Source: an optimization exercise on an open RTL-to-GDS flow (aim: a short achievable clock period and few clock cycles per item). Production flows keep margins and buffers that such runs may drop.
In this exercise RTL edits were held to simulation tests only and were not proved equivalent to the original.
Power and IR drop assume default switching activity.

==> flow/design.v <==
module slice_decoder (
    input  wire         clk,
    input  wire         rst,
    input  wire [127:0] in_units,
    input  wire [3:0]   in_avail,    
    output wire [3:0]   in_take,     
    input  wire         anchor_en,
    input  wire [31:0]  anchor_prev,
    output reg          dict_en0,
    output reg  [14:0]  dict_addr0,
    input  wire [31:0]  dict_rdata0,
    output reg          dict_en1,
    output reg  [14:0]  dict_addr1,
    input  wire [31:0]  dict_rdata1,
    output wire [1:0]   out_cnt,
    output wire [31:0]  out_word0,
    output wire [31:0]  out_word1,
    input  wire         out_ready
);
    localparam UB = 17;          
    localparam FA = 9;           
    localparam QD = 16;          
    wire flush = rst | anchor_en;
    integer i, k, t;
    reg [17:0] ub [0:UB-1];
    reg [UB:0] foh;              
    reg [UB-1:0] fgt;            
    reg        acc;              
    assign in_take = in_avail & {4{acc}};
    reg [8:0] toh;
    always @(*) begin
        for (t = 0; t < 9; t = t + 1)
            toh[t] = in_take == t;
    end
    reg [17:0] iu [0:7];
    reg [17:0] mv [0:UB+4];
    always @(*) begin
        for (k = 0; k < 8; k = k + 1)
            iu[k] = {in_units[16*k +: 6] != 6'd0,
                     in_units[16*k + 15] | in_units[16*k + 14],
                     in_units[16*k +: 16]};
        for (i = 0; i < UB + 5; i = i + 1) begin
            mv[i] = 18'd0;
            if (i < UB)
                mv[i] = {18{fgt[i]}} & ub[i];
            for (k = 0; k < 8; k = k + 1)
                if (i >= k && i - k <= FA)
                    mv[i] = mv[i] | ({18{foh[i - k]}} & iu[k]);
        end
    end
    reg [UB+5:0] aoh, agt;
    always @(*) begin
        for (i = 0; i < UB + 6; i = i + 1) begin
            aoh[i] = 1'b0;
            agt[i] = 1'b0;
            for (t = 0; t < 9; t = t + 1) begin
                if (i >= t && i - t <= UB)
                    aoh[i] = aoh[i] | (toh[t] & foh[i - t]);
                if (i < t)
                    agt[i] = agt[i] | toh[t];
                else if (i - t < UB)
                    agt[i] = agt[i] | (toh[t] & fgt[i - t]);
            end
        end
    end
    reg [6:0]  lrem;             
    reg        lz, l1;           
    reg        ok;               
    wire [15:0] u0 = ub[0][15:0];
    wire [15:0] u1 = ub[1][15:0];
    wire [15:0] u2 = ub[2][15:0];
    wire [15:0] u3 = ub[3][15:0];
    wire [15:0] u4 = ub[4][15:0];
    wire u0_hdr = ub[0][16];         
    wire u1_hdr = ub[1][16];
    wire u0_nz  = ub[0][17];         
    wire ok_l = ok & ~lz;
    wire ok_h = ok & lz & fgt[0];
    wire c_l4  = ok_l & ~l1 & fgt[3];                        
    wire c_l2  = ok_l & ~c_l4 & fgt[1];                      
    wire c_hh  = ok_h & u0_hdr & fgt[1] & u1_hdr;            
    wire c_hl  = ok_h & u0_hdr & fgt[1] & ~u1_hdr;           
    wire c_h1  = ok_h & u0_hdr & ~fgt[1];                    
    wire c_L5  = ok_h & ~u0_hdr & u0_nz & fgt[4];    
    wire c_L3  = ok_h & ~u0_hdr & ~c_L5 & fgt[2];            
    wire c_L1  = ok_h & ~u0_hdr & ~fgt[2];                   
    wire [5:0] c_oh;
    assign c_oh[1] = c_h1 | c_L1;
    assign c_oh[2] = c_l2 | c_hh | c_hl;
    assign c_oh[3] = c_L3;
    assign c_oh[4] = c_l4;
    assign c_oh[5] = c_L5;
    assign c_oh[0] = ~(|c_oh[5:1]);
    wire e0 = c_l4 | c_l2 | c_hh | c_hl | c_h1 | c_L5 | c_L3;   
    wire e1 = c_l4 | c_hh | c_L5;                           
    wire op_hdr = c_hh | c_hl | c_h1;                       
    wire [6:0] lrem_nx =
        c_l4 ? lrem - 7'd2 :
        c_l2 ? lrem - 7'd1 :
        c_hl ? {1'b0, u1[5:0]} + 7'd1 :
        c_L5 ? {1'b0, u0[5:0]} - 7'd1 :
        c_L3 ? {1'b0, u0[5:0]} :
        c_L1 ? {1'b0, u0[5:0]} + 7'd1 : lrem;
    reg [17:0] ub_nx [0:UB-1];
    reg [UB:0] foh_nx;
    reg [UB-1:0] fgt_nx;
    always @(*) begin
        for (i = 0; i < UB; i = i + 1) begin
            ub_nx[i] = 18'd0;
            fgt_nx[i] = 1'b0;
            for (k = 0; k < 6; k = k + 1) begin
                ub_nx[i] = ub_nx[i] | ({18{c_oh[k]}} & mv[i + k]);
                fgt_nx[i] = fgt_nx[i] | (c_oh[k] & agt[i + k]);
            end
        end
        for (i = 0; i <= UB; i = i + 1) begin
            foh_nx[i] = 1'b0;
            for (k = 0; k < 6; k = k + 1)
                foh_nx[i] = foh_nx[i] | (c_oh[k] & aoh[i + k]);
        end
    end
    reg        p1e0, p1e1, p1h;
    reg [31:0] p1v0, p1v1;
    reg        p2e0, p2e1;
    reg        p2d0, p2d1;       
    reg        p2r0, p2r1;       
    reg        p2z0, p2z1;       
    reg [31:0] p2v0, p2v1;
    reg [QD-1:0] qr;             
    reg [QD-1:0] qz;             
    reg [31:0]   qv [0:QD-1];    
    reg [QD:0]   qoh;            
    reg [QD-1:0] qwp, qrp;       
    reg [QD-1:0] qgt;            
    reg [4:0]    occ;            
    wire [31:0] in_v0 = p2d0 ? dict_rdata0 : p2v0;
    wire [31:0] in_v1 = p2d1 ? dict_rdata1 : p2v1;
    wire [1:0] pn = {1'b0, p2e0} + {1'b0, p2e1};
    reg [QD+2:0] qaoh, qagt;
    always @(*) begin
        for (i = 0; i < QD + 3; i = i + 1) begin
            qaoh[i] = (pn == 2'd0 && i <= QD && qoh[i]) ||
                      (pn == 2'd1 && i >= 1 && i - 1 <= QD && qoh[i - 1]) ||
                      (pn == 2'd2 && i >= 2 && i - 2 <= QD && qoh[i - 2]);
            qagt[i] = (pn == 2'd0 && i < QD && qgt[i]) ||
                      (pn == 2'd1 && (i < 1 || (i - 1 < QD && qgt[i - 1]))) ||
                      (pn == 2'd2 && (i < 2 || (i - 2 < QD && qgt[i - 2])));
        end
    end
    reg [13:0] rcnt;             
    reg        rge2, req1;       
    reg [31:0] last;
    reg [1:0]  ocnt;
    reg        oe;               
    reg [31:0] ow0, ow1;
    assign out_cnt   = ocnt;
    assign out_word0 = ow0;
    assign out_word1 = ow1;
    wire adv = out_ready | oe;
    reg        h0r, h1r, h0z;
    reg [31:0] h0, h1;
    always @(*) begin
        h0r = 1'b0; h1r = 1'b0; h0z = 1'b0; h0 = 32'd0; h1 = 32'd0;
        for (i = 0; i < QD; i = i + 1) begin
            h0r = h0r | (qrp[i] & qr[i]);
            h0z = h0z | (qrp[i] & qz[i]);
            h0  = h0  | ({32{qrp[i]}} & qv[i]);
            h1r = h1r | (qrp[i] & qr[(i + 1) % QD]);
            h1  = h1  | ({32{qrp[i]}} & qv[(i + 1) % QD]);
        end
    end
    wire h0v = qgt[0], h1v = qgt[1];
    wire [13:0] h0c = h0[13:0], h1c = h1[13:0];
    wire x_rr  = rge2;                                   
    wire x_r1  = ~rge2 & req1;                           
    wire x_n   = ~rge2 & ~req1 & h0v;                    
    wire x_r1h = x_r1 & h0v;
    wire x_nr2 = x_n & h0r & ~h0z;                       
    wire x_nr1 = x_n & h0r & h0z;                        
    wire x_nw  = x_n & ~h0r;                             
    wire x_n2  = (x_nr1 | x_nw) & h1v;                   
    wire en2 = x_rr | x_r1h | x_nr2 | x_n2;
    wire en1 = (x_r1 & ~h0v) | ((x_nr1 | x_nw) & ~h1v);
    wire pop1 = x_r1h | x_nr2 | ((x_nr1 | x_nw) & ~h1v);
    wire pop2 = x_n2;
    wire [31:0] w0 = x_nw ? h0 : last;
    wire w1_h0 = (x_r1h & ~h0r) | (x_nw & ~(h1v & ~h1r));
    wire w1_h1 = x_n2 & ~h1r;
    wire [31:0] w1 = w1_h1 ? h1 : w1_h0 ? h0 : last;
    wire rc_rr  = x_rr;                      
    wire rc_h0c = x_r1h & h0r;               
    wire rc_h0m = x_nr2;                     
    wire rc_h1c = x_n2 & h1r;                
    wire [13:0] rcnt_nx = rc_rr  ? rcnt - 14'd2 :
                          rc_h0c ? h0c :
                          rc_h0m ? h0c - 14'd1 :
                          rc_h1c ? h1c : 14'd0;
    wire h0c_hi = h0c[13:2] != 12'd0;
    wire h1c_hi = h1c[13:2] != 12'd0;
    wire rge2_nx = rc_rr  ? rcnt[13:2] != 12'd0 :
                   rc_h0c ? h0c_hi | h0c[1] :
                   rc_h0m ? h0c_hi | (h0c[1] & h0c[0]) :
                   rc_h1c ? h1c_hi | h1c[1] : 1'b0;
    wire req1_nx = rc_rr  ? rcnt[13:2] == 12'd0 && rcnt[1:0] == 2'd3 :
                   rc_h0c ? ~h0c_hi & h0c[1:0] == 2'd1 :
                   rc_h0m ? ~h0c_hi & h0c[1:0] == 2'd2 :
                   rc_h1c ? ~h1c_hi & h1c[1:0] == 2'd1 : 1'b0;
    wire pa1 = adv & pop1;
    wire pa2 = adv & pop2;
    wire pa0 = ~pa1 & ~pa2;
    reg [QD:0]   qoh_nx;
    reg [QD-1:0] qgt_nx;
    wire [QD-1:0] qwp1 = {qwp[QD-2:0], qwp[QD-1]};
    wire [QD-1:0] qwp2 = {qwp[QD-3:0], qwp[QD-1:QD-2]};
    wire [QD-1:0] qw0 = qwp & {QD{p2e0}};           
    wire [QD-1:0] qw1 = qwp1 & {QD{p2e1}};          
    always @(*) begin
        for (i = 0; i <= QD; i = i + 1)
            qoh_nx[i] = (pa0 & qaoh[i]) | (pa1 & qaoh[i + 1]) | (pa2 & qaoh[i + 2]);
        for (i = 0; i < QD; i = i + 1)
            qgt_nx[i] = (pa0 & qagt[i]) | (pa1 & qagt[i + 1]) | (pa2 & qagt[i + 2]);
    end
    wire [1:0] ne = {1'b0, e0} + {1'b0, e1};
    wire ole4 = occ <= QD - 4, ole3 = occ <= QD - 3, ole2 = occ <= QD - 2,
         ole1 = occ <= QD - 1, ole0 = occ <= QD;
    wire ok_p0 = e1 ? ole4 : e0 ? ole3 : ole2;
    wire ok_p1 = e1 ? ole3 : e0 ? ole2 : ole1;
    wire ok_p2 = e1 ? ole2 : e0 ? ole1 : ole0;
    wire ok_nx = pa2 ? ok_p2 : pa1 ? ok_p1 : ok_p0;
    wire [4:0] occ_m2 = occ - 5'd2, occ_m1 = occ - 5'd1,
               occ_p1 = occ + 5'd1, occ_p2 = occ + 5'd2;
    wire [4:0] occ_q0 = e1 ? occ_p2 : e0 ? occ_p1 : occ;      
    wire [4:0] occ_q1 = e1 ? occ_p1 : e0 ? occ : occ_m1;      
    wire [4:0] occ_q2 = e1 ? occ : e0 ? occ_m1 : occ_m2;      
    always @(posedge clk) begin
        for (i = 0; i < UB; i = i + 1)
            ub[i] <= ub_nx[i];
        p1v0 <= c_l4 | c_l2 ? {u1, u0} : op_hdr ? {16'd0, u0} : {u2, u1};
        p1v1 <= c_l4 ? {u3, u2} : c_hh ? {16'd0, u1} : {u4, u3};
        p1h  <= op_hdr;
        dict_addr0 <= u0[14:0];
        dict_addr1 <= u1[14:0];
        p2v0 <= p1v0;
        p2v1 <= p1v1;
        p2d0 <= p1h & p1v0[15];
        p2d1 <= p1h & p1v1[15];
        p2r0 <= p1h & ~p1v0[15] & p1v0[14];
        p2r1 <= p1h & ~p1v1[15] & p1v1[14];
        p2z0 <= p1v0[13:0] == 14'd0;
        p2z1 <= p1v1[13:0] == 14'd0;
        for (i = 0; i < QD; i = i + 1) begin
            if (qw0[i]) begin
                qv[i] <= in_v0; qr[i] <= p2r0; qz[i] <= p2z0;
            end
            if (qw1[i]) begin
                qv[i] <= in_v1; qr[i] <= p2r1; qz[i] <= p2z1;
            end
        end
        if (flush) begin
            foh  <= {{UB{1'b0}}, 1'b1};
            fgt  <= {UB{1'b0}};
            acc  <= 1'b1;
            lrem <= 7'd0;
            lz   <= 1'b1;
            l1   <= 1'b0;
            ok   <= 1'b1;
            p1e0 <= 1'b0;
            p1e1 <= 1'b0;
            p2e0 <= 1'b0;
            p2e1 <= 1'b0;
            dict_en0 <= 1'b0;
            dict_en1 <= 1'b0;
            qoh  <= {{QD{1'b0}}, 1'b1};
            qwp  <= {{(QD-1){1'b0}}, 1'b1};
            qrp  <= {{(QD-1){1'b0}}, 1'b1};
            qgt  <= {QD{1'b0}};
            occ  <= 5'd0;
            rcnt <= 14'd0;
            rge2 <= 1'b0;
            req1 <= 1'b0;
            ocnt <= 2'd0;
            oe   <= 1'b1;
            last <= rst ? 32'd0 : anchor_prev;
        end else begin
            foh  <= foh_nx;
            fgt  <= fgt_nx;
            acc  <= ~fgt_nx[FA];
            lrem <= lrem_nx;
            lz   <= lrem_nx == 7'd0;
            l1   <= lrem_nx == 7'd1;
            ok   <= ok_nx;
            p1e0 <= e0;
            p1e1 <= e1;
            p2e0 <= p1e0;
            p2e1 <= p1e1;
            dict_en0 <= op_hdr & u0[15];
            dict_en1 <= c_hh & u1[15];
            qoh  <= qoh_nx;
            qwp  <= p2e1 ? qwp2 : p2e0 ? qwp1 : qwp;
            qrp  <= pa2 ? {qrp[QD-3:0], qrp[QD-1:QD-2]} :
                    pa1 ? {qrp[QD-2:0], qrp[QD-1]} : qrp;
            qgt  <= qgt_nx;
            occ  <= pa2 ? occ_q2 : pa1 ? occ_q1 : occ_q0;
            if (adv) begin
                ocnt <= {en2, en1};
                oe   <= ~en2 & ~en1;
                ow0  <= w0;
                ow1  <= w1;
                rcnt <= rcnt_nx;
                rge2 <= rge2_nx;
                req1 <= req1_nx;
                if (en2) last <= w1;
                else if (en1) last <= w0;
            end
        end
    end
endmodule
==> flow/run.sh <==
#!/bin/bash
# synth_recipe.tcl (not shown) runs the flow's synth.tcl, then flattens the netlist and writes it again
# the make line also repeats each setting of config.mk as NAME=value (left out here)
make -C /OpenROAD-flow-scripts/flow DESIGN_CONFIG=/design/flow/config.mk WORK_HOME=/design/flow/orfs CLKGATE_MAP_FILE= SYNTH_SCRIPT=/design/flow/synth_recipe.tcl finish
==> flow/config.mk <==
export PLATFORM = sky130hd
export DESIGN_NAME = slice_decoder
export DESIGN_NICKNAME = slice_decoder
export VERILOG_FILES = /design/flow/design.v
export SDC_FILE = /design/flow/constraint.sdc
export NUM_CORES = 4
export LEC_CHECK = 0
export ABC_CLOCK_PERIOD_IN_PS = 2200
export CAP_MARGIN = 20
export CELL_PAD_IN_SITES_DETAIL_PLACEMENT = 1
export CELL_PAD_IN_SITES_GLOBAL_PLACEMENT = 1
export CORE_MARGIN = 2
export CORE_UTILIZATION = 20
export PLACE_DENSITY = 0.45
export SETUP_SLACK_MARGIN = 2.6
export SLEW_MARGIN = 20
==> flow/constraint.sdc <==
create_clock -name core_clock -period 5.0 [get_ports {clk}]
set_input_delay 1.0000 -clock core_clock [delete_from_list [all_inputs] [get_ports {clk}]]
set_output_delay 1.0000 -clock core_clock [all_outputs]
set_load 0.01 [all_outputs]
==> metrics.md, run 1 <==
| Metric | Value |
|---|---|
| Worst path slowest cell | or4_4 |
| R2r setup slk | 1.86 ns |
| Worst setup path class | register to register |
| Gpl congestion | 0.823 |
| Hold depth | 0 |
| Commonest non-fill, non-tap cell in the layout | nor2_1 |
| Post-route antenna net violation count | 0 |
| Status | timing/DRC/antenna clean |
| DR pass1 iterations | 10 |
| CTS Hold Bufs | 0 |
| Syn. warnings | 21 |
| Initial Utilization | 20.1% |
| Drt wl/cell | around 34 um |
| Crit-path max cell delay | approximately 0.57 ns |
| RSZ-0062 raised after global routing | yes |
| Total CTS buffers | 172 |
| Rel. slew slack | 32.2% |
| Worst setup SP type | register |
| Fin nets | approximately 8500 |
| Post-synth top flop | edfxtp_1 |
| Worst Path Max Fanout | 4 |
| Largest net degree at the start of global routing | 129 |
| Reg clk slew, reported paths | 0.06 ns |
| Tightest Pin Transition | 1.02 ns |
| Final Max Tran Viols | 0 |
| Layout cells sized above 1 | 23.7% |
| Final Util | roughly 27% |
| Filler cells | slightly below 40000 |
| Synth unique cells | 78 |
| Clock sinks | 1235 |
| Worst hold-check path type | register to register |
| Tmin final | 3.14 ns |
| Clock skew | approximately 0.068 ns |
| Final hold vios | 0 |
| Worst vdd ir | 0.230 mV |
| Cell count after synthesis | 7833 |
| Antenna violations before repair | between 40 and 50 |
| Placed instance area | ~79000 um2 |
| Seq/Total Area, Yosys | 44.8% |
| Power per cell area | 308 nW/um2 |
| Setup WS pre-CTS | 0.976 ns |
| CTS tree | yes |
| CP cell instances | buf_12 > a22oi_2 > nand2_1 > or4_4 > or4_4 > or3_4 > or4b_4 > a31oi_4 > nor2_1 |
| First-pass GRT wire length | 607 mm |
| Clock Path Buffers | 4 |
| Max-Cap Viols | 0 |
| Most frequent cells in the layout | nor2_1, a22oi_1, a21oi_1, edfxtp_1, buf_4 |
| Final instance area | 94200 um2 |
| Final WL | 447 mm |
| Vias per std cell | 5.75 |
| Die width | 594 um |
| Async SR Flop Fraction | 0% |
| Final worst setup slack | 1.86 ns |
| Post-synthesis register bit count | around 1200 |
| Syn Std Cell Area | just under 70000 um2 |
| Via count | around 75000 |
| Area Growth Syn to Fin | 35.5% |
| Die Area | 352000 um2 |
| Overall Power | 0.0291 W |
| Data arrival, critical path | 3.92 ns |
| TNS Setup | 0 ns |
| H-tree depth | 4 |
| DRC viols | 0 |
| Number of synthesized flops with an enable pin | 640 |
| CP most frequent cell | or4_4 |
| Leak | 33.4 nW |
| HPWL Detailed | 251 mm |
| Die height | 594 um |
| Avg Cell Area, Syn | 8.87 um2 |
| Vias in the first global route | between 70000 and 80000 |
| Max Fclk | about 320 MHz |
| Clk latency of the worst-skew pair | 0.91 ns |
| Post-synthesis net count | 8086 |
| R2r worst-path depth | 9 |
| GRT overflow | 0 |
| Final setup fails | 0 |
| Element type at the critical path end | register |
| Core ar. | approximately 350000 um2 |
| Number of I/O pins | around 330 |
| Clock root cell | clkbuf_16 |
| Initial DRC count | a little over 10000 |
| PortBufs | 333 |
| Num rows | 216 |
| GRT Overall Usage | about a quarter |
| Critical path data required time | 5.79 ns |
| Final period util | 62.8% |
## metrics by stage
step,hold slack (ns),cells
after CTS,0.270,12700
after global placement,0.316,12000
after detailed placement,0.316,12000
final,0.277,13000
after floorplan,0.310,7833
after global routing,0.280,13000
## area by class of cell
cell class              instances  area, um2  share of cell area (%)
well taps                    4578       5730                    6.08
multi-input cells            5576      38700                    41.0
repair buffers               1209      12700                    13.4
flip-flops and latches       1235      31300                    33.3
clock buffers                 228       4730                    5.02
clock inverters                82        896                   0.951
inverters                      29        118                   0.125
diodes                         25       62.6                  0.0664
## cells in the mapped netlist (11+ instances only)
library cell	n	area share, %
o2111ai_1	34	0.43
o22ai_1	231	2.1
or2_2	11	0.099
o211ai_1	75	0.81
or3_1	28	0.25
ha_1	21	0.38
clkbuf_1	789	4.3
nand2_1	593	3.2
buf_1	207	1.1
a221o_1	15	0.22
a21oi_1	770	5.5
and3_1	30	0.27
a22o_1	184	2.3
o221ai_1	47	0.59
mux2i_1	130	1.9
a211oi_1	29	0.31
o21ai_0	145	1.0
nand4_1	82	0.74
nor2_1	998	5.4
edfxtp_1	640	28
and2_1	18	0.16
mux2_2	105	1.7
a221oi_1	283	3.6
xnor2_1	12	0.15
nor4_1	28	0.25
dfxtp_1	595	17
a31oi_1	17	0.15
a22oi_1	994	11
inv_1	28	0.15
nor3_1	55	0.40
a222oi_1	244	3.5
nand3_1	259	1.9
## path summary, 6_finish.rpt
kind                                          start                     to
worst max register to register  qrp[0]$_SDFFE_PN1N_  rcnt[13]$_SDFFE_PN0N_
worst min register to register     p1v1[24]$_DFF_P_       p2v1[24]$_DFF_P_
worst max-delay path            qrp[0]$_SDFFE_PN1N_  rcnt[13]$_SDFFE_PN0N_
worst min-delay path               p1v1[24]$_DFF_P_       p2v1[24]$_DFF_P_
## worst max-delay path, delay by kind of cell (launching register included)
| kind | cells | cell delay, ns |
|---|---|---|
| AOI/OAI and AO/OA | 2 | 0.33 |
| buffers and inverters | 1 | 0.15 |
| and+or+nand+nor | 6 | 2.15 |
| DFF | 1 | 0.38 |
## routing by layer
metal / up-vias / wire length (um) / global-route usage (%)
met1: 38500 / 182000 / 30.3
met4: 20 / 22700 / 10.6
li1: 31500 / - / -
met3: 799 / 31300 / 3.31
met5: - / 125 / 0
met2: 3795 / 211000 / 39.6
## registers in the layout, indices dropped and copies added, names as in the netlist, 18 cells and up
| name | flops |
|---|---|
| ub | 306 |
| foh | 18 |
| p1v0 | 32 |
| p2v1 | 32 |
| last | 32 |
| p2v0 | 32 |
| ow1 | 32 |
| ow0 | 32 |
| p1v1 | 32 |
| qv | 512 |
## cell families (layout without fill, tap and decap cells)
family / Yosys count / in the layout / synth area share [%]
mux: 235 / 235 / 3.57
fa+ha+maj: 21 / 21 / 0.378
compound gates: 3146 / 3146 / 32.3
xor+xnor: 22 / 22 / 0.277
simple gates: 2135 / 2152 / 13.0
other cells: 0 / 25 / 0
buf+inv: 1039 / 1548 / 5.69
flops: 1235 / 1235 / 44.8
## power by group
group	switching, W	internal [W]	total (W)	leakage (nW)
logic	0.00276	0.00151	0.00427	19.9
registers	0.000549	0.0114	0.0119	10.8
clock network	0.00532	0.00752	0.0128	2.75
## timing repair
action | in CTS | in global routing
endpoints found under the hold margin | 0 | 0
pin swaps | 139 | 243
setup buffers | 311 | 224
setup endpoints to repair | 1241 | 576
cloned | 41 | 22
gates resized for setup | 971 | 470
Testbench counts, summed over its fixed seeds: cycles 59,756, words 119,345.
==> inputs of run 2 (changes only) <==
--- a/flow/design.v
+++ b/flow/design.v
@@ -19,5 +19,5 @@
 );
-    localparam UB = 17;          
-    localparam FA = 9;           
-    localparam QD = 16;          
+    localparam UB = 21;          
+    localparam FA = 13;          
+    localparam QD = 12;          
     wire flush = rst | anchor_en;
@@ -29,2 +29,4 @@
     assign in_take = in_avail & {4{acc}};
+    reg [17:0] stg [0:7];
+    reg [3:0]  tkq;              
     reg [8:0] toh;
@@ -32,11 +34,6 @@
         for (t = 0; t < 9; t = t + 1)
-            toh[t] = in_take == t;
+            toh[t] = tkq == t;
     end
-    reg [17:0] iu [0:7];
     reg [17:0] mv [0:UB+4];
     always @(*) begin
-        for (k = 0; k < 8; k = k + 1)
-            iu[k] = {in_units[16*k +: 6] != 6'd0,
-                     in_units[16*k + 15] | in_units[16*k + 14],
-                     in_units[16*k +: 16]};
         for (i = 0; i < UB + 5; i = i + 1) begin
@@ -47,3 +44,3 @@
                 if (i >= k && i - k <= FA)
-                    mv[i] = mv[i] | ({18{foh[i - k]}} & iu[k]);
+                    mv[i] = mv[i] | ({18{foh[i - k]}} & stg[k]);
         end
@@ -127,2 +124,3 @@
     reg        p2z0, p2z1;       
+    reg        p2h0, p2h1;       
     reg [31:0] p2v0, p2v1;
@@ -130,2 +128,3 @@
     reg [QD-1:0] qz;             
+    reg [QD-1:0] qh;             
     reg [31:0]   qv [0:QD-1];    
@@ -160,13 +159,36 @@
     reg        h0r, h1r, h0z;
+    reg        h0h, h1h;
     reg [31:0] h0, h1;
+    reg [3:0]  er, ez;           
     always @(*) begin
-        h0r = 1'b0; h1r = 1'b0; h0z = 1'b0; h0 = 32'd0; h1 = 32'd0;
+        h0h = 1'b0; h1h = 1'b0; h0 = 32'd0; h1 = 32'd0;
+        er = 4'd0; ez = 4'd0;
         for (i = 0; i < QD; i = i + 1) begin
-            h0r = h0r | (qrp[i] & qr[i]);
-            h0z = h0z | (qrp[i] & qz[i]);
+            h0h = h0h | (qrp[i] & qh[i]);
+            h1h = h1h | (qrp[i] & qh[(i + 1) % QD]);
             h0  = h0  | ({32{qrp[i]}} & qv[i]);
-            h1r = h1r | (qrp[i] & qr[(i + 1) % QD]);
             h1  = h1  | ({32{qrp[i]}} & qv[(i + 1) % QD]);
+            for (k = 0; k < 4; k = k + 1) begin
+                er[k] = er[k] | (qrp[i] & qr[(i + k) % QD]);
+                ez[k] = ez[k] | (qrp[i] & qz[(i + k) % QD]);
+            end
         end
     end
+    reg [3:0] fr, fz;
+    always @(*) begin
+        fr = 4'd0; fz = 4'd0;
+        for (k = 0; k < 4; k = k + 1)
+            for (i = 0; i <= QD; i = i + 1) begin
+                if (k < i) begin
+                    fr[k] = fr[k] | (qoh[i] & er[k]);
+                    fz[k] = fz[k] | (qoh[i] & ez[k]);
+                end else if (k == i) begin
+                    fr[k] = fr[k] | (qoh[i] & p2r0);
+                    fz[k] = fz[k] | (qoh[i] & p2z0);
+                end else if (k == i + 1) begin
+                    fr[k] = fr[k] | (qoh[i] & p2r1);
+                    fz[k] = fz[k] | (qoh[i] & p2z1);
+                end
+            end
+    end
     wire h0v = qgt[0], h1v = qgt[1];
@@ -195,6 +217,6 @@
                           rc_h0c ? h0c :
-                          rc_h0m ? h0c - 14'd1 :
+                          rc_h0m ? h0[27:14] :
                           rc_h1c ? h1c : 14'd0;
-    wire h0c_hi = h0c[13:2] != 12'd0;
-    wire h1c_hi = h1c[13:2] != 12'd0;
+    wire h0c_hi = h0h;
+    wire h1c_hi = h1h;
     wire rge2_nx = rc_rr  ? rcnt[13:2] != 12'd0 :
@@ -237,2 +259,6 @@
             ub[i] <= ub_nx[i];
+        for (k = 0; k < 8; k = k + 1)
+            stg[k] <= {in_units[16*k +: 6] != 6'd0,
+                       in_units[16*k + 15] | in_units[16*k + 14],
+                       in_units[16*k +: 16]};
         p1v0 <= c_l4 | c_l2 ? {u1, u0} : op_hdr ? {16'd0, u0} : {u2, u1};
@@ -242,4 +268,4 @@
         dict_addr1 <= u1[14:0];
-        p2v0 <= p1v0;
-        p2v1 <= p1v1;
+        p2v0 <= p1h & ~p1v0[15] ? {4'd0, p1v0[13:0] - 14'd1, p1v0[13:0]} : p1v0;
+        p2v1 <= p1h & ~p1v1[15] ? {4'd0, p1v1[13:0] - 14'd1, p1v1[13:0]} : p1v1;
         p2d0 <= p1h & p1v0[15];
@@ -250,8 +276,10 @@
         p2z1 <= p1v1[13:0] == 14'd0;
+        p2h0 <= p1v0[13:2] != 12'd0;
+        p2h1 <= p1v1[13:2] != 12'd0;
         for (i = 0; i < QD; i = i + 1) begin
             if (qw0[i]) begin
-                qv[i] <= in_v0; qr[i] <= p2r0; qz[i] <= p2z0;
+                qv[i] <= in_v0; qr[i] <= p2r0; qz[i] <= p2z0; qh[i] <= p2h0;
             end
             if (qw1[i]) begin
-                qv[i] <= in_v1; qr[i] <= p2r1; qz[i] <= p2z1;
+                qv[i] <= in_v1; qr[i] <= p2r1; qz[i] <= p2z1; qh[i] <= p2h1;
             end
@@ -262,2 +290,3 @@
             acc  <= 1'b1;
+            tkq  <= 4'd0;
             lrem <= 7'd0;
@@ -273,2 +302,5 @@
             qoh  <= {{QD{1'b0}}, 1'b1};
+            h0r  <= 1'b0;
+            h0z  <= 1'b0;
+            h1r  <= 1'b0;
             qwp  <= {{(QD-1){1'b0}}, 1'b1};
@@ -286,3 +318,4 @@
             fgt  <= fgt_nx;
-            acc  <= ~fgt_nx[FA];
+            acc  <= acc ? ~fgt_nx[FA - 8] : ~fgt_nx[FA];
+            tkq  <= in_take;
             lrem <= lrem_nx;
@@ -298,2 +331,5 @@
             qoh  <= qoh_nx;
+            h0r  <= pa2 ? fr[2] : pa1 ? fr[1] : fr[0];
+            h0z  <= pa2 ? fz[2] : pa1 ? fz[1] : fz[0];
+            h1r  <= pa2 ? fr[3] : pa1 ? fr[2] : fr[1];
             qwp  <= p2e1 ? qwp2 : p2e0 ? qwp1 : qwp;
--- a/flow/config.mk
+++ b/flow/config.mk
@@ -12,4 +12,6 @@
 export CORE_MARGIN = 2
-export CORE_UTILIZATION = 20
-export PLACE_DENSITY = 0.45
+export CORE_UTILIZATION = 30
+export CTS_CLUSTER_DIAMETER = 100
+export CTS_CLUSTER_SIZE = 20
+export PLACE_DENSITY = 0.5
 export SETUP_SLACK_MARGIN = 2.6
==> metrics.md, run 2 <==
| Metric | Value |
|---|---|
| Seq/Total Area, Yosys | about 42% |
| Antenna violations before repair | 16 |
| Gpl congestion | 0.868 |
| Rel. slew slack | 21.7% |
| Final hold vios | 0 |
| Leak | between 30 and 40 nW |
| Status | timing/DRC/antenna clean |
| Top Registers | qv (384), ub (378), stg (144) |
| Final Util | 36.6% |
| Clock sinks | 1345 |
| RSZ-0062 raised after global routing | yes |
| Num rows | around 180 |
| Worst vdd ir | 0.283 mV |
| Clk latency of the worst-skew pair | 0.81 ns |
| Reg clk slew, reported paths | roughly 0.090 ns |
| Data arrival, critical path | roughly 3.2 ns |
| Max Fclk | ~410 MHz |
| Sw Ratio | 33.2% |
| Die height | 506 um |
| Yosys top cell by area | dfxtp_1 |
| Post-synthesis net count | 8827 |
| Flop pwr share | 49.3% |
| Die Area | between 200000 and 300000 um2 |
| Number of I/O pins | 334 |
| Critical path data required time | 5.71 ns |
| Internal Pwr Total | 0.0183 W |
| Placed instance area | approximately 82000 um2 |
| GRT overflow | 0 |
| Clock skew | 0.0503 ns |
| Filler cells | 28100 |
| Avg Cell Area, Syn | roughly 9 um2 |
| Multi-input gate area | 41900 um2 |
| Area Growth Syn to Fin | 21.3% |
| Most frequent cell after synthesis | a22oi_1 |
| Most frequent cells in the layout | a22oi_1, nor2_1, dfxtp_1, a21oi_1, nand2_1 |
| Post-synthesis register bit count | 1345 |
| Final setup fails | 0 |
| Max-Cap Viols | 0 |
| Initial DRC count | between 10000 and 15000 |
| Core ar. | approximately 250000 um2 |
| Worst hold-check path type | register to register |
| Combinational fraction of design power | 18.0% |
| Cell count after synthesis | 8576 |
| Commonest non-fill, non-tap cell in the layout | a22oi_1 |
| HPWL Detailed | ~260 mm |
| Number of synthesized flops with an enable pin | 516 |
| Clock power frac | about a third |
| Tmin final | 2.46 ns |
| Final instance area | 91800 um2 |
| Clock Path Buffers | 3 |
| Worst Path Max Fanout | 15 |
| First-pass GRT wire length | 604 mm |
| Worst setup SP type | register |
| Most frequent cells after synthesis | a22oi_1, clkbuf_1, dfxtp_1 |
| Layout cells sized above 1 | 15.8% |
| Post-synth top area share | a little over a fifth |
| DRC viols | 0 |
| Final Max Tran Viols | 0 |
| H-tree depth | 3 |
| Top reg by flops | qv |
| Via count | 80700 |
| PortBufs | 333 |
| CTS tree | yes |
| Register area | 32400 um2 |
| Total CTS buffers | just under 100 |
| Syn Std Cell Area | 75600 um2 |
| Vias in the first global route | 78300 |
| Async SR Flop Fraction | 0% |
| Post-route antenna net violation count | 0 |
| DR pass1 iterations | 9 |
| Final period util | 49.2% |
| Fin nets | 8683 |
| Initial Utilization | 30.1% |
| Vias per std cell | 6.80 |
| Die width | 506 um |
| Tightest Pin Transition | 1.17 ns |
| Post-synth top flop | dfxtp_1 |
| Switch Pwr | 0.00912 W |
| Clock root cell | clkbuf_16 |
| GRT Overall Usage | 31.7% |
| Drt wl/cell | 37.2 um |
| Syn. warnings | 21 |
| Largest net degree at the start of global routing | 130 |
| Final WL | approximately 440 mm |
| Power per cell area | 299 nW/um2 |
| CTS Hold Bufs | 0 |
| Synth unique cells | 81 |
| Worst setup path class | register to register |
| TNS Setup | 0 ns |
| Element type at the critical path end | register |
| Number of flip-flops in the largest register | 384 |
| Largest cells by area after synthesis | dfxtp_1, edfxtp_1, a22oi_1, clkbuf_1, a222oi_1 |
==> run 2: logic make-up (layout without fill, tap and decap cells) <==
group / after synthesis / in the layout / share of synthesized area, %
buf+inv: 1182 / 1108 / 6.02
compound gates: 3642 / 3642 / 35.2
xor+xnor: 39 / 39 / 0.452
other cells: 0 / 13 / 0
mux: 222 / 222 / 3.12
flops: 1345 / 1345 / 42.4
fa+ha+maj: 19 / 19 / 0.314
simple gates: 2127 / 2132 / 12.5
==> run 2: path summary, 6_finish.rpt <==
path,start,endpoint,slack (ns),cells past startpoint
worst max-delay path,fgt[15]$_SDFF_PN0_,acc$_SDFF_PN1_,2.54,7
worst min-delay path,ub[0][12]$_DFF_P_,dict_addr0[12]$_DFF_P_,0.40,0
worst max register to register,fgt[15]$_SDFF_PN0_,acc$_SDFF_PN1_,2.54,7
worst min register to register,ub[0][12]$_DFF_P_,dict_addr0[12]$_DFF_P_,0.40,0
==> run 2: area by class of cell <==
class | instances | area share (%)
antenna | 13 | 0.0354
clock buffer | 120 | 2.85
clock inverter | 54 | 0.724
inverter | 36 | 0.157
multi-input combinational | 6054 | 45.6
sequential | 1345 | 35.3
tap | 3348 | 4.56
timing repair buffer | 898 | 10.8
==> run 2: power groups by stage <==
stage | Combinational, W | Clock [W] | Sequential [W]
global placement | 0.00438 | 0 | 0.0137
CTS | 0.00466 | 0.00917 | 0.0135
detailed placement | 0.00445 | 0 | 0.0137
global route | 0.00525 | 0.00951 | 0.0136
floorplan | 0.00283 | 0 | 0.0130
finish | 0.00493 | 0.00898 | 0.0135
==> run 2: repair_timing <==
action | CTS | global route
gates resized for setup | 818 | 208
gates cloned | 13 | 22
buffers inserted | 116 | 173
pin swaps | 42 | 74
setup endpoints to repair | 1248 | 435
==> run 2: critical path, stage by stage, from the launching register on <==
cell	delay (ns)
dfxtp_4	0.48
buf_4	0.36
a22oi_1	0.23
nand3_1	0.14
a221oi_4	0.33
o22ai_2	0.17
a2111oi_4	0.42
a2bb2oi_1	0.18
==> run 2: metal layers <==
layer	vias up	GRT usage (%)	share of wire (%)
met5	-	0	0.0077
met4	6	18.6	6.6
met1	41400	39.8	39
li1	33800	-	-
met2	4516	51.8	47
met3	948	4.60	7.3
==> run 2: through the flow <==
stage               std cells  hold slack (ns)  total power (W)  setup slack, ns
floorplan                8576            0.329           0.0158             1.86
global placement        11400            0.385           0.0181             1.36
detailed placement      11400            0.388           0.0182             1.39
CTS                     11700            0.401           0.0273             2.45
global route            11900            0.416           0.0283             2.48
finish                  11900            0.398           0.0274             2.54
Testbench counts of run 2, summed over its fixed seeds: cycles 60,003, words 119,345.
==> inputs of run 3 (changes only) <==
--- a/flow/config.mk
+++ b/flow/config.mk
@@ -13,5 +13,5 @@
 export CORE_UTILIZATION = 30
-export CTS_CLUSTER_DIAMETER = 100
-export CTS_CLUSTER_SIZE = 20
-export PLACE_DENSITY = 0.5
+export CTS_CLUSTER_DIAMETER = 110
+export CTS_CLUSTER_SIZE = 28
+export PLACE_DENSITY = 0.6
 export SETUP_SLACK_MARGIN = 2.6
==> metrics.md, run 3 <==
| Metric | Value |
|---|---|
| Clk latency of the worst-skew pair | 0.82 ns |
| Post-synth top flop | dfxtp_1 |
| Fin nets | 8675 |
| Vias in the first global route | 78200 |
| Worst path slowest cell | dfxtp_4 |
| Top Registers | qv (384), ub (378), stg (144) |
| CTS Hold Bufs | 0 |
| Buf+Inv Stages, Crit Path | 2 |
| Initial DRC count | ~13000 |
| PortBufs | 333 |
| Layout cells sized above 1 | 15.9% |
| Max-Cap Viols | 0 |
| TNS Setup | 0 ns |
| First-pass GRT wire length | 574 mm |
| Final WL | between 400 and 500 mm |
| Final Util | about 36% |
| Most frequent cells in the layout | a22oi_1, nor2_1, dfxtp_1, a21oi_1, nand2_1 |
| Avg Cell Area, Syn | 8.82 um2 |
| Data arrival, critical path | approximately 3.2 ns |
| Reg clk slew, reported paths | between 0.1 and 0.15 ns |
| Cell family with most CP delay | compound AO/OA/AOI/OAI gates |
| Most frequent cell after synthesis | a22oi_1 |
| Largest net degree at the start of global routing | 151 |
| Worst setup SP type | register |
| Largest cells by area after synthesis | dfxtp_1, edfxtp_1, a22oi_1, clkbuf_1, a222oi_1 |
| Number of synthesized flops with an enable pin | 516 |
| Synth unique cells | 81 |
| Tightest Pin Transition | 1.18 ns |
| Area Growth Syn to Fin | 20.0% |
| Syn. warnings | 21 |
| Simple-gate share of the synthesized area | 12.5% |
| GRT Overall Usage | 29.6% |
| Crit-path max cell delay | 0.43 ns |
| Async SR Flop Fraction | 0% |
| Clock root cell | clkbuf_16 |
| Tmin final | about 2.5 ns |
| Total CTS buffers | between 70 and 80 |
| Top reg by flops | qv |
| Leak | a little over 30 nW |
| Die Area | 256000 um2 |
| DRC viols | 0 |
| Status | timing/DRC/antenna clean |
| Num rows | 184 |
| Final setup fails | 0 |
| Clock skew | around 0.066 ns |
| Post-synthesis register bit count | between 1000 and 1500 |
| Final hold vios | 0 |
| Drt wl/cell | 35.1 um |
| Adder-cell share of the synthesized area | 0.314% |
| Rel. slew slack | 21.2% |
| Multiplexer share of the synthesized area | 3.12% |
| GRT overflow | 0 |
| Initial Utilization | between 30% and 40% |
| Gpl congestion | 0.900 |
| Seq/Total Area, Yosys | 42.4% |
| Most frequent cells after synthesis | a22oi_1, clkbuf_1, dfxtp_1 |
| Filler cells | 28300 |
| Power per cell area | ~290 nW/um2 |
| Yosys top cell by area | dfxtp_1 |
| Post-synth top area share | between 20 and 25% |
| Final period util | 50.3% |
| Largest family of logic cells by synthesized area | compound AO/OA/AOI/OAI gates |
| Cell count after synthesis | 8576 |
| Number of I/O pins | between 300 and 400 |
| Post-route antenna net violation count | 0 |
| Antenna violations before repair | 13 |
| CTS tree | yes |
| Core ar. | between 200000 and 300000 um2 |
| Vias per std cell | 6.90 |
| RSZ-0062 raised after global routing | yes |
| HPWL Detailed | 239 mm |
| Clock Path Buffers | 3 |
| DR pass1 iterations | 10 |
| Post-Layout Cell Count | 11800 |
| Worst hold-check path type | register to register |
| H-tree depth | 3 |
| Commonest non-fill, non-tap cell in the layout | a22oi_1 |
| Die height | 506 um |
| Final Max Tran Viols | 0 |
| Syn Std Cell Area | 75600 um2 |
| CP cell instances | buf_4 > nor4_2 > buf_4 > a22o_1 > a221oi_1 > and3_1 > o22ai_2 > a2111oi_2 > nor2_1 |
| Via count | 81600 |
| Inst Count DP | 11400 |
| CP most frequent cell | buf_4 |
| Overall Power | 0.0261 W |
| Worst setup path class | register to register |
| Element type at the critical path end | register |
| Post-synthesis net count | 8827 |
| Critical path data required time | 5.64 ns |
| Die width | 506 um |
| Compound-cell area share of the yosys netlist | between 30% and 40% |
| Post-synthesis xor/xnor area fraction | 0.452% |
| Clock sinks | 1345 |
| Worst vdd ir | 0.239 mV |
| Max Fclk | 397 MHz |
| Worst Path Max Fanout | 30 |
| Number of flip-flops in the largest register | 384 |
==> run 3: cell counts after synthesis <==
Identical to the previous run, type by type.
==> run 3: worst register-to-register path: stages, from the launching register on <==
cell,delay [ns]
dfxtp_4,0.43
buf_4,0.16
nor4_2,0.04
buf_4,0.25
a22o_1,0.25
a221oi_1,0.26
and3_1,0.41
o22ai_2,0.12
a2111oi_2,0.38
nor2_1,0.08
==> run 3: final cells by class <==
cell class | count | area, um2 | area share (%)
flip-flops and latches | 1345 | 32400 | 35.6
multi-input cells | 6056 | 42000 | 46.3
clock inverters | 44 | 619 | 0.682
repair buffers | 913 | 9540 | 10.5
inverters | 36 | 141 | 0.156
diodes | 7 | 17.5 | 0.0193
well taps | 3348 | 4190 | 4.61
clock buffers | 85 | 1890 | 2.08
==> run 3: metrics by stage <==
| stage | hold slack (ns) | cell area, um2 | setup WS (ns) |
|---|---|---|---|
| floorplan | 0.329 | 75800 | 1.86 |
| global placement | 0.378 | 81700 | 1.27 |
| detailed placement | 0.379 | 81800 | 1.31 |
| CTS | 0.398 | 87400 | 2.43 |
| global route | 0.401 | 90800 | 2.39 |
| finish | 0.388 | 90800 | 2.48 |
==> run 3: worst paths after layout <==
path	start	to	slack, ns	cells past startpoint
worst max-delay path	tkq[3]$_SDFF_PN0_	foh[10]$_SDFF_PN0_	2.48	9
worst min-delay path	p1v0[5]$_DFF_P_	p2v0[5]$_DFF_P_	0.39	0
worst max register to register	tkq[3]$_SDFF_PN0_	foh[10]$_SDFF_PN0_	2.48	9
worst min register to register	p1v0[5]$_DFF_P_	p2v0[5]$_DFF_P_	0.39	0
==> run 3: logic make-up after synthesis <==
family | Yosys count
and+or+nand+nor | 2127
buffers and inverters | 1182
AOI/OAI and AO/OA | 3642
xor gates and xnor gates | 39
DFF | 1345
muxes | 222
adders and majority gates | 19
==> run 3: timing repair <==
item	4_1_cts	5_1_grt
resized for setup	778	262
cloned	12	14
setup buffers	129	179
endpoints found under the setup margin	1306	534
pin swaps	41	99
==> run 3: routing by layer <==
layer	GRT usage (%)	up-vias	part of all wire, %
met3	4.70	1166	9.4
met4	16.5	6	6.8
li1	-	33700	-
met5	0	-	0.013
met2	47.5	5397	45
met1	37.8	41300	38
==> run 3: power by group <==
group          leakage, nW  internal, W  switching, W
Combinational         17.7      0.00178       0.00302
Clock                 1.20      0.00307       0.00459
Sequential            11.6       0.0124       0.00120
Total                 30.5       0.0172       0.00881
==> inputs of run 4 (changes only) <==
--- a/flow/design.v
+++ b/flow/design.v
@@ -19,4 +19,4 @@
 );
-    localparam UB = 21;          
-    localparam FA = 13;          
+    localparam UB = 23;          
+    localparam FA = 15;          
     localparam QD = 12;          
@@ -318,3 +318,3 @@
             fgt  <= fgt_nx;
-            acc  <= acc ? ~fgt_nx[FA - 8] : ~fgt_nx[FA];
+            acc  <= acc ? ~agt[FA - 8] : ~agt[FA];   
             tkq  <= in_take;
--- a/flow/config.mk
+++ b/flow/config.mk
@@ -7,3 +7,3 @@
 export LEC_CHECK = 0
-export ABC_CLOCK_PERIOD_IN_PS = 2200
+export ABC_CLOCK_PERIOD_IN_PS = 1800
 export CAP_MARGIN = 20
@@ -13,5 +13,5 @@
 export CORE_UTILIZATION = 30
-export CTS_CLUSTER_DIAMETER = 110
-export CTS_CLUSTER_SIZE = 28
-export PLACE_DENSITY = 0.6
+export CTS_CLUSTER_DIAMETER = 100
+export CTS_CLUSTER_SIZE = 20
+export PLACE_DENSITY = 0.5
 export SETUP_SLACK_MARGIN = 2.6
==> metrics.md, run 4 <==
| Metric | Value |
|---|---|
| Status | timing/DRC/antenna clean |
| Leak | 32.5 nW |
| RSZ-0062 raised after global routing | yes |
| Min Hold Slack | ~0.4 ns |
| Post-synth top flop | dfxtp_1 |
| Cell count after synthesis | 9420 |
| Final period util | 51.6% |
| Avg Cell Area, Syn | 8.60 um2 |
| Critical path data required time | 5.70 ns |
| M3 GR Usage | 5.10% |
| GR peak layer | met2 |
| Top Registers | ub (414), qv (384), stg (144) |
| Largest cells by area after synthesis | dfxtp_1, edfxtp_1, a22oi_1, clkbuf_1, nor2_1 |
| Worst hold-check path type | register to register |
| Die width | approximately 520 um |
| Core ar. | 268000 um2 |
| R2r setup slk | roughly 2.4 ns |
| Multi-input gate area | 46100 um2 |
| Clock root cell | clkbuf_16 |
| Antenna violations before repair | 37 |
| Fin nets | 9400 |
| Gpl congestion | 0.854 |
| Vias in the first global route | 84700 |
| HPWL Detailed | around 270 mm |
| Die Area | 274000 um2 |
| Largest net degree at the start of global routing | around 130 |
| Power per cell area | 287 nW/um2 |
| Initial Utilization | 30.2% |
| Max Fclk | 388 MHz |
| Number of synthesized flops with an enable pin | a little over 500 |
| Max-Cap Viols | 0 |
| Seq/Total Area, Yosys | between 40% and 50% |
| Initial DRC count | 12000 |
| Final setup fails | 0 |
| Async SR Flop Fraction | 0% |
| Clock skew | 0.0532 ns |
| Layout cells sized above 1 | approximately 17% |
| Post-synthesis register bit count | between 1000 and 1500 |
| Number of I/O pins | 334 |
| Most frequent cells after synthesis | a22oi_1, clkbuf_1, nor2_1 |
| Syn Std Cell Area | 81000 um2 |
| DR pass1 iterations | 12 |
| Worst setup path class | register to register |
| Vias per std cell | 6.82 |
| Final WL | 477 mm |
| Most frequent cells in the layout | a22oi_1, nor2_1, dfxtp_1, nand2_1, a21oi_1 |
| Yosys top cell by area | dfxtp_1 |
| Final hold vios | 0 |
| First-pass GRT wire length | about 660 mm |
| Final Util | 36.2% |
| Final Max Tran Viols | 0 |
| Post-route antenna net violation count | 0 |
| TNS Setup | 0 ns |
| Clock Path Buffers | 3 |
| Tmin final | about 2.6 ns |
| H-tree depth | 3 |
| CTS tree | yes |
| Filler cells | 30200 |
| Post-synth top area share | 21.5% |
| GRT Overall Usage | about 32% |
| Number of flip-flops in the largest register | 414 |
| DRC viols | 0 |
| Synth unique cells | 97 |
| GRT overflow | 0 |
| Register area | ~33000 um2 |
| Data arrival, critical path | 3.28 ns |
| Die height | around 520 um |
| Total CTS buffers | 98 |
| Drt wl/cell | 37.3 um |
| Clock sinks | between 1000 and 1500 |
| Worst setup SP type | register |
| Clk latency of the worst-skew pair | 0.83 ns |
| Num rows | 190 |
| M2 GR Usage | 51.9% |
| Tightest Pin Transition | 1.36 ns |
| Worst vdd ir | between 0.2 and 0.3 mV |
| PortBufs | 333 |
| Overall Power | 0.0279 W |
| Rel. slew slack | 9.50% |
| Reg clk slew, reported paths | 0.10 ns |
| Most frequent cell after synthesis | a22oi_1 |
| Element type at the critical path end | register |
| GRT met1 Usage | 41.7% |
| CTS Hold Bufs | 0 |
| Post-synthesis net count | 9671 |
| Worst Path Max Fanout | 72 |
| Syn. warnings | 21 |
| Area Growth Syn to Fin | 20.0% |
| Via count | 87200 |
| Commonest non-fill, non-tap cell in the layout | a22oi_1 |
| Top reg by flops | ub |
-- run 4: cells by family after synthesis --
kind of cell	count (synthesis)	synth area share, %
xor+xnor	43	0.465
flops	1385	40.6
fa+ha+maj	19	0.294
buf+inv	1373	6.87
simple gates	2438	13.1
mux	237	3.08
compound gates	3925	35.5
-- run 4: metrics by stage --
stage / area [um2] / cells / setup slack, ns
2_1_floorplan: 81100 / 9420 / 1.86
3_3_place_gp: 86500 / 12200 / 1.60
3_5_place_dp: 86500 / 12200 / 1.65
4_1_cts: 93200 / 12500 / 2.41
5_1_grt: 97100 / 12800 / 2.46
6_report: 97200 / 12800 / 2.42
-- run 4: where the power goes --
part	switching, W	internal (W)
sequential	0.00135	0.0127
combinational	0.00308	0.00180
clock	0.00506	0.00391
total	0.00949	0.0184
-- run 4: timing repair --
| action | 4_1_cts | 5_1_grt |
|---|---|---|
| pin swaps | 30 | 68 |
| endpoints found under the setup margin | 1328 | 557 |
| buffers inserted | 103 | 238 |
| gates cloned | 24 | 13 |
| gates resized for setup | 861 | 285 |
-- run 4: final timing paths --
check / to / cells past startpoint / from
worst max register to register: ub[12][9]$_DFF_P_ / 6 / foh[10]$_SDFF_PN0_
worst min register to register: p2v0[1]$_DFF_P_ / 0 / p1v0[1]$_DFF_P_
worst min-delay path: p2v0[1]$_DFF_P_ / 0 / p1v0[1]$_DFF_P_
worst max-delay path: ub[12][9]$_DFF_P_ / 6 / foh[10]$_SDFF_PN0_
-- run 4: area by class of cell --
cell class	count	share of cell area, %
clock inverters	51	0.592
well taps	3552	4.57
flip-flops and latches	1385	34.2
repair buffers	954	10.3
multi-input cells	6675	47.5
diodes	9	0.0232
clock buffers	122	2.67
inverters	35	0.146
-- run 4: worst max-delay path, cell delays in order, from the launching register on --
cell      delay, ns
dfxtp_4        0.42
buf_12         0.21
a222oi_1       0.51
nand3_1        0.18
a221oi_4       0.37
o21ai_0        0.13
or3_1          0.39
-- run 4: metal layers --
| metal | part of all wire (%) | routed length, um | vias up |
|---|---|---|---|
| met5 | 0.011 | 54 | - |
| met4 | 6.4 | 30400 | 8 |
| met3 | 7.9 | 37700 | 1026 |
| met2 | 46 | 218000 | 4955 |
| met1 | 40 | 190000 | 44700 |
| li1 | - | - | 36500 |
Testbench counts of run 4, summed over its fixed seeds: cycles 60,044, words 119,345.

-- port drivers added, routing unchanged --
No port has a modelled driver above. Below, the same layouts with a new extraction and two added sets of constraints. Step 1 assumes that a clkbuf_16 drives the clock port and a buf_2 every other input. Step 2 adds t to the input delays and takes it off the output delays; t is the mean of the earliest and latest rising clock arrival at the registers after step 1. Input paths then give back, and output paths get back, about the clock's delay inside the block. Slacks: ideal ports / drivers / drivers and shift; pairs: ideal ports / drivers.
| run | t (ns) | slack for setup (ns) | worst register clock-pin slew, ns | cell pins on the clock port's net |
|---|---|---|---|---|
| run 1 | 0.981 | 1.862 / 1.862 / 1.503 | 0.07 / 0.07 | 1 |
| run 2 | 0.891 | 2.542 / 2.484 / 1.854 | 0.10 / 0.10 | 1 |
| run 3 | 0.892 | 2.484 / 2.440 / 1.987 | 0.12 / 0.12 | 1 |
| run 4 | 0.905 | 2.422 / 2.422 / 1.828 | 0.10 / 0.10 | 1 |
After both steps every run listed still meets setup and hold. The setup slack of run 2, which loses most, moves by -0.058 ns with the drivers and by -0.688 ns with both steps.
